What follows belongs to an exercise in optimizing a design on an open flow for small area, a short achievable clock period and few clock cycles per item; a production flow would make more cautious choices. Only simulation tests tie the RTL to the original design; equivalence was not proved.

## qg_screen_lane
module qg_screen_lane (
    input  wire         clk,
    input  wire         rst,
    input  wire         in_valid,
    output wire         in_ready,
    input  wire [1:0]   in_fmt,         
    input  wire         in_grey3,       
    input  wire         in_two_rowsets,
    input  wire [7:0]   in_p0,          
    input  wire [7:0]   in_ph,          
    input  wire [7:0]   in_pv,          
    input  wire [7:0]   in_phv,         
    input  wire [15:0]  in_gain,        
    input  wire [111:0] in_theta,       
    input  wire [15:0]  in_mask,        
    input  wire [8:0]   in_share,       
    input  wire         in_zone,        
    input  wire [10:0]  in_k,           
    input  wire [10:0]  in_s,           
    input  wire [11:0]  in_dots2_map,   
    output reg          out_valid,
    output reg  [2:0]   out_logical,
    output reg  [2:0]   out_level,
    output reg          out_rowset,
    output reg          out_pick_b,
    output reg          out_clip
);
Size in the first run: ~2300 cells after synthesis, ~220 flip-flops, roughly 19000 sq um of cells after synthesis.
==> flow/config.mk <==
export PLATFORM = sky130hd
export DESIGN_NAME = qg_screen_lane
export DESIGN_NICKNAME = qg_screen_lane
export VERILOG_FILES = /design/flow/design.v
export SDC_FILE = /design/flow/constraint.sdc
export NUM_CORES = 4
export LEC_CHECK = 0
export CAP_MARGIN = 20
export CORE_MARGIN = 2
export CORE_UTILIZATION = 40
export PLACE_DENSITY = 0.6
export SLEW_MARGIN = 20
==> flow/constraint.sdc <==
create_clock -name core_clock -period 48.0 [get_ports {clk}]
set_input_delay 9.6000 -clock core_clock [delete_from_list [all_inputs] [get_ports {clk}]]
set_output_delay 9.6000 -clock core_clock [all_outputs]
set_load 0.01 [all_outputs]
standard.sh (not shown) runs the stock make flow with config.mk's settings and CLKGATE_MAP_FILE= SYNTH_SCRIPT=/design/flow/synth_recipe.tcl, a recipe that flattens the netlist after the stock synthesis.
==> flow/flow/run.sh <==
#!/bin/bash
# Standard layout (standard.sh) with two changes: ABC maps with a delay
# target (flow/abc.script, through flow/synth.tcl), and ports get buf_2
# buffers instead of the default cell.
set -euo pipefail
W=$PWD
bash standard.sh finish SYNTH_SCRIPT=$W/flow/synth.tcl \
  "BUFFER_PORTS_ARGS=-buffer_cell sky130_fd_sc_hd__buf_2" SYNTH_ARGS=-noabc SETUP_SLACK_MARGIN=36.5 > $W/standard.log 2>&1
==> flow/flow/abc.script <==
strash
dch
map -D 6000
buffer
upsize -D 6000
dnsize -D 6000
stime -p
==> flow/flow/synth.tcl <==
# synth_recipe.tcl with ABC's script swapped for flow/abc.script.
proc synth {args} { yosys synth -nofsm -noshare {*}$args }
set ::my_flow_dir [file dirname [file normalize [info script]]]
proc abc {args} {
  set i [lsearch -exact $args -script]
  if {$i >= 0} { set args [lreplace $args $i [expr {$i + 1}] -script $::my_flow_dir/abc.script] }
  set i [lsearch -exact $args -D]
  if {$i >= 0} { set args [lreplace $args $i [expr {$i + 1}]] }
  yosys abc {*}$args
}
source $::env(SCRIPTS_DIR)/synth.tcl
# left out here: clear keep_hierarchy, flatten, clean up, hide names made inside functions, write 1_2_yosys.v
Testbench counts at the start, summed over its fixed seeds: cycles 40,008, items 40,000.
Change:
--- a/flow/flow/run.sh
+++ b/flow/flow/run.sh
@@ -7,2 +7,2 @@
 bash standard.sh finish SYNTH_SCRIPT=$W/flow/synth.tcl \
-  "BUFFER_PORTS_ARGS=-buffer_cell sky130_fd_sc_hd__buf_2" SYNTH_ARGS=-noabc SETUP_SLACK_MARGIN=36.5 > $W/standard.log 2>&1
+  "BUFFER_PORTS_ARGS=-buffer_cell sky130_fd_sc_hd__buf_1" SYNTH_ARGS=-noabc SETUP_SLACK_MARGIN=37.3 > $W/standard.log 2>&1
- CORE_UTILIZATION: 40 -> 60
- CTS_BUF_LIST: unset -> sky130_fd_sc_hd__clkbuf_8
- PLACE_DENSITY: 0.6 -> 0.75
Outcome: Synthesized cell count does not change. Wire length grows by 1.4%. Non-clock buffer count goes up by 33. Worst hold slack gets worse by 0.0052 ns.
Change:
--- a/flow/flow/run.sh
+++ b/flow/flow/run.sh
@@ -7,2 +7,2 @@
 bash standard.sh finish SYNTH_SCRIPT=$W/flow/synth.tcl \
-  "BUFFER_PORTS_ARGS=-buffer_cell sky130_fd_sc_hd__buf_1" SYNTH_ARGS=-noabc SETUP_SLACK_MARGIN=37.3 > $W/standard.log 2>&1
+  "BUFFER_PORTS_ARGS=-buffer_cell sky130_fd_sc_hd__buf_2" SYNTH_ARGS=-noabc SETUP_SLACK_MARGIN=37.3 > $W/standard.log 2>&1
- CORE_UTILIZATION: 60 -> 40
- CTS_BUF_LIST: sky130_fd_sc_hd__clkbuf_8 -> unset
- PLACE_DENSITY: 0.75 -> 0.6
What happened: Clock skew goes down by 0.016 ns; final area goes up by 3.2%; routed wire length goes up by 1.9%; fmax is about the same; worst hold slack hardly moves; critical path depth stays the same.
Change:
--- a/flow/flow/run.sh
+++ b/flow/flow/run.sh
@@ -7,2 +7,2 @@
 bash standard.sh finish SYNTH_SCRIPT=$W/flow/synth.tcl \
-  "BUFFER_PORTS_ARGS=-buffer_cell sky130_fd_sc_hd__buf_2" SYNTH_ARGS=-noabc SETUP_SLACK_MARGIN=37.3 > $W/standard.log 2>&1
+  "BUFFER_PORTS_ARGS=-buffer_cell sky130_fd_sc_hd__buf_1" SYNTH_ARGS=-noabc SETUP_SLACK_MARGIN=37.6 > $W/standard.log 2>&1
- CORE_UTILIZATION: 40 -> 60
- CTS_BUF_LIST: unset -> sky130_fd_sc_hd__clkbuf_8
- PLACE_DENSITY: 0.6 -> 0.75
Outcome: Die area shrinks by a quarter to a third; setup slack gets worse by 0.0084 ns; first-iteration DRC count grows by well over a third; count of clock-buffer cells in the layout grows by 19; global-route usage grows by 13 points; final area shrinks slightly; critical path depth does not change; wire length is about the same.
Change:
--- a/flow/flow/run.sh
+++ b/flow/flow/run.sh
@@ -7,2 +7,2 @@
 bash standard.sh finish SYNTH_SCRIPT=$W/flow/synth.tcl \
-  "BUFFER_PORTS_ARGS=-buffer_cell sky130_fd_sc_hd__buf_1" SYNTH_ARGS=-noabc SETUP_SLACK_MARGIN=37.6 > $W/standard.log 2>&1
+  "BUFFER_PORTS_ARGS=-buffer_cell sky130_fd_sc_hd__buf_1" SYNTH_ARGS=-noabc SETUP_SLACK_MARGIN=37.3 > $W/standard.log 2>&1
- CORE_UTILIZATION: 60 -> 70
- PLACE_DENSITY: 0.75 -> 0.85
Result: Cell area falls by about 1.3%. Wire length is higher by 16%. First-iteration DRC count went up by 52%. Sequential share of layout area is higher by 0.21 points. Via count is higher by about 10%. Clock-buffer cell count drops by 5.

## re-timing with driven ports
In the flow no input, the clock included, has a driving cell. The finished layouts below were timed again as built, in two steps. Step 1: set_driving_cell puts a clkbuf_16 on clk and a buf_2 on each other input, an assumption about the parent block. Step 2 moves the port delays by t, midway between the first and last clock arrival at a register: inputs arrive t later, outputs are due t later. That takes back most of the time a late clock gives input paths. Three values: ideal ports, drivers, drivers and shift; two values: the first two.
run	shift t [ns]	setup slack, ns	latest minus earliest clock arrival (ns)
the first run	0.582	37.075 / 37.075 / 36.974	0.016 / 0.016
the second run	0.635	37.346 / 37.294 / 36.840	0.033 / 0.033
the third run	0.587	37.370 / 37.311 / 36.996	0.015 / 0.015
the fourth run	0.624	37.362 / 37.309 / 37.067	0.080 / 0.080
the fifth run	0.641	37.139 / 37.139 / 36.840	0.110 / 0.109
After both steps every run listed still meets setup and hold. The setup slack of the second run, which loses most, moves by -0.052 ns with the drivers and by -0.506 ns with both steps.
